What follows belongs to an exercise in optimizing a design on an open flow for small area and a short achievable clock period; a production flow would make more cautious choices. The RTL was checked by simulation tests, not by an equivalence proof against the original design.

rev 12:
==> flow/design.v (excerpt) <==
module thm_corr (
    input  wire        clk,
    input  wire        rst,         
    input  wire        in_valid,
    input  wire [15:0] in_raw,      
    input  wire [15:0] in_ffc,      
    input  wire        in_ffc_bad,
    input  wire [15:0] in_off_a,    
    input  wire [15:0] in_gain_a,
    input  wire [15:0] in_drift_a,
    input  wire        in_bad_a,
    input  wire [15:0] in_off_b,    
    input  wire [15:0] in_gain_b,
    input  wire [15:0] in_drift_b,
    input  wire        in_bad_b,
    input  wire [15:0] in_t_array,  
    input  wire [15:0] in_t_cal_a,
    input  wire [15:0] in_t_cal_b,
    input  wire [15:0] in_ped_a,
    input  wire [15:0] in_ped_b,
    input  wire [3:0]  in_fade_k,   
    output reg         out_valid,
    output reg  [15:0] out_z,       
    output reg  [15:0] out_z_a,     
    output reg  [15:0] out_z_b,     
    output reg         out_bad_a,   
    output reg         out_bad_b    
);
Size in the first run: ~4,400 cells after synthesis, ~420 flip-flops, roughly 270 I/O pins.
==> flow/config.mk <==
export PLATFORM = sky130hd
export DESIGN_NAME = thm_corr
export DESIGN_NICKNAME = thm_corr
export VERILOG_FILES = /design/flow/design.v
export SDC_FILE = /design/flow/constraint.sdc
export NUM_CORES = 4
export LEC_CHECK = 0
export CAP_MARGIN = 20
export CORE_MARGIN = 2
export CORE_UTILIZATION = 40
export SLEW_MARGIN = 20
==> flow/constraint.sdc <==
create_clock -name core_clock -period 35.0 [get_ports {clk}]
set_input_delay 7.0000 -clock core_clock [delete_from_list [all_inputs] [get_ports {clk}]]
set_output_delay 7.0000 -clock core_clock [all_outputs]
set_load 0.01 [all_outputs]
standard.sh (not shown) runs the stock make flow with config.mk's settings and CLKGATE_MAP_FILE= SYNTH_SCRIPT=/design/flow/synth_recipe.tcl, a recipe that flattens the netlist after the stock synthesis.
==> flow/flow/run.sh <==
#!/bin/bash
# The standard layout (standard.sh) with two changes:
#  - Yosys's quick ABC pass inside "synth" is turned off (synth -noabc), so
#    that extract_fa sees the full-adder trees of the RTL as written;
#  - the port buffers are sky130_fd_sc_hd__buf_1 (every port still gets one).
# make's full output goes to standard.log; each ORFS step logs under orfs/logs.
set -euo pipefail
export SYNTH_ARGS="-noabc"
export BUFFER_PORTS_ARGS="-buffer_cell sky130_fd_sc_hd__buf_1"
bash standard.sh > standard.log 2>&1
What rev 13 does differently from rev 12 at the input level:
diff --git a/flow/design.v b/flow/design.v
--- a/flow/design.v
+++ b/flow/design.v
@@ -1,24 +1,21 @@
 module thm_corr_lane (
     input  wire        clk,
     input  wire [15:0] raw,
     input  wire [15:0] ffc_n,      
     input  wire [15:0] offset_n,   
     input  wire [15:0] drift,      
-    input  wire [8:0]  ndt_lo,
-    input  wire        ndt_b,
-    input  wire [6:0]  t_cal_hi,
-    input  wire [6:0]  t_array_hi,
+    input  wire [15:0] t_array,    
+    input  wire [15:0] t_cal,      
     input  wire [15:0] gain,       
     input  wire [15:0] pedestal,   
     output reg  [15:0] zr,
     output reg         zu,         
     output reg         zo          
 );
-    wire [7:0]  ndt_hi = {t_cal_hi[6], t_cal_hi} - {t_array_hi[6], t_array_hi} - {7'd0, ndt_b};
-    wire [16:0] ndt  = {ndt_hi, ndt_lo};    
+    wire [16:0] ndt  = {t_cal[15], t_cal} - {t_array[15], t_array};    
     wire        dpos = drift[15] ^ ndt[16];
     wire        dneg = ~dpos;    
     wire mb_one0 = drift[0] ^ 1'b0;
     wire mb_two0 = (drift[1] & ~drift[0] & ~1'b0) | (~drift[1] & drift[0] & 1'b0);
     wire mb_neg0 = drift[1] & ~(drift[0] & 1'b0);
     wire mb_pos0 = ~drift[1] | (drift[0] & 1'b0);
@@ -1410,16 +1407,13 @@
     output reg  [15:0] out_z_b,     
     output reg         out_bad_a,   
     output reg         out_bad_b    
 );
     reg        s1_valid;
     reg [15:0] s1_raw, s1_ffc_n, s1_off_a_n, s1_gain_a, s1_drift_a, s1_off_b_n, s1_gain_b, s1_drift_b;
-    reg [15:0] s1_ped_a, s1_ped_b;
-    reg [8:0]  s1_ndt_lo_a, s1_ndt_lo_b;
-    reg        s1_ndt_b_a, s1_ndt_b_b;
-    reg [6:0]  s1_t_array_hi, s1_t_cal_hi_a, s1_t_cal_hi_b;
+    reg [15:0] s1_t_array, s1_t_cal_a, s1_t_cal_b, s1_ped_a, s1_ped_b;
     reg        s1_bad_a, s1_bad_b;
     reg [3:0]  s1_k;
     always @(posedge clk) begin
         if (rst) s1_valid <= 1'b0;
         else     s1_valid <= in_valid;
         s1_raw     <= in_raw;
@@ -1427,17 +1421,15 @@
         s1_off_a_n <= {in_off_a[15], ~in_off_a[14:0]};
         s1_gain_a  <= in_gain_a;
         s1_drift_a <= in_drift_a;
         s1_off_b_n <= {in_off_b[15], ~in_off_b[14:0]};
         s1_gain_b  <= in_gain_b;
         s1_drift_b <= in_drift_b;
-        {s1_ndt_b_a, s1_ndt_lo_a} <= {1'b0, in_t_cal_a[8:0]} - {1'b0, in_t_array[8:0]};
-        {s1_ndt_b_b, s1_ndt_lo_b} <= {1'b0, in_t_cal_b[8:0]} - {1'b0, in_t_array[8:0]};
-        s1_t_array_hi <= in_t_array[15:9];
-        s1_t_cal_hi_a <= in_t_cal_a[15:9];
-        s1_t_cal_hi_b <= in_t_cal_b[15:9];
+        s1_t_array <= in_t_array;
+        s1_t_cal_a <= in_t_cal_a;
+        s1_t_cal_b <= in_t_cal_b;
         s1_ped_a   <= in_ped_a;
         s1_ped_b   <= in_ped_b;
         s1_bad_a   <= in_bad_a | in_ffc_bad;
         s1_bad_b   <= in_bad_b | in_ffc_bad;
         s1_k       <= (in_fade_k > 4'd8) ? 4'd8 : in_fade_k;
     end
@@ -1466,19 +1458,19 @@
     end
     wire [15:0] zr_a, zr_b;
     wire        zu_a, zo_a, zu_b, zo_b;
     thm_corr_lane u_lane_a (
         .clk(clk),
         .raw(s1_raw), .ffc_n(s1_ffc_n), .offset_n(s1_off_a_n), .drift(s1_drift_a),
-        .ndt_lo(s1_ndt_lo_a), .ndt_b(s1_ndt_b_a), .t_cal_hi(s1_t_cal_hi_a), .t_array_hi(s1_t_array_hi),
+        .t_array(s1_t_array), .t_cal(s1_t_cal_a),
         .gain(s2_gain_a), .pedestal(s2_ped_a), .zr(zr_a), .zu(zu_a), .zo(zo_a)
     );
     thm_corr_lane u_lane_b (
         .clk(clk),
         .raw(s1_raw), .ffc_n(s1_ffc_n), .offset_n(s1_off_b_n), .drift(s1_drift_b),
-        .ndt_lo(s1_ndt_lo_b), .ndt_b(s1_ndt_b_b), .t_cal_hi(s1_t_cal_hi_b), .t_array_hi(s1_t_array_hi),
+        .t_array(s1_t_array), .t_cal(s1_t_cal_b),
         .gain(s2_gain_b), .pedestal(s2_ped_b), .zr(zr_b), .zu(zu_b), .zo(zo_b)
     );
     wire [15:0] z_a = zu_a ? 16'h0000 : zo_a ? 16'hFFFF : zr_a;
     wire [15:0] z_b = zu_b ? 16'h0000 : zo_b ? 16'hFFFF : zr_b;
     wire [15:0] z_f;
     thm_corr_fade u_fade (.za(z_a), .zb(z_b), .k(s3_k), .z(z_f));
[summary]
The synthesized instance count on rev 12 is in line with that on rev 13.
Delta (rev 13 minus rev 12): via count rose by 1.8%; number of register bits inferred by synthesis rose by 1.7%; core utilization stayed essentially flat.
Looking at clock period minus worst slack, rev 13 sits 0.24 ns higher than rev 12 does.
On sequential share of layout area, rev 13 and rev 12 are basically level.
[compare] base=rev 12 new=rev 13: area of the die has increased, data required time at the worst endpoint stayed essentially flat.
Between rev 13 and rev 12, highest fanout seen on the critical path is lower for rev 12, rev 13 comes in above that.
Between rev 12 and rev 13, the flow reports unique cell type count in the Yosys netlist decreasing by a few percent.
Between rev 12 and rev 13, horizontal die dimension increased.

afterwards: timing with drivers on the ports:
Ports are ideal in the flow. The routed layouts listed here were re-timed in OpenROAD. Step 1 assumes that a clkbuf_16 drives the clock port and a buf_2 every other input. Step 2 adds t to the input delays and takes it off the output delays; t is the mean of the earliest and latest rising clock arrival at the registers after step 1. Input paths then give back, and output paths get back, about the clock's delay inside the block. a / b / c = ideal / step 1 / step 2; a / b = the first two.
| run | t, ns | setup slack, ns | hold WS [ns] | worst register clock-pin slew, ns | cell pins on the clock port's net |
|---|---|---|---|---|---|
| rev 12 | 0.708 | 26.517 / 26.565 / 25.858 | 0.299 / 0.299 / 0.299 | 0.07 / 0.07 | 1 |
| rev 13 | 0.710 | 26.275 / 26.275 / 26.275 | 0.316 / 0.316 / 0.316 | 0.07 / 0.07 | 1 |
After both steps every run listed still meets setup and hold. The setup slack of rev 12, which loses most, moves by +0.048 ns with the drivers and by -0.659 ns with both steps.
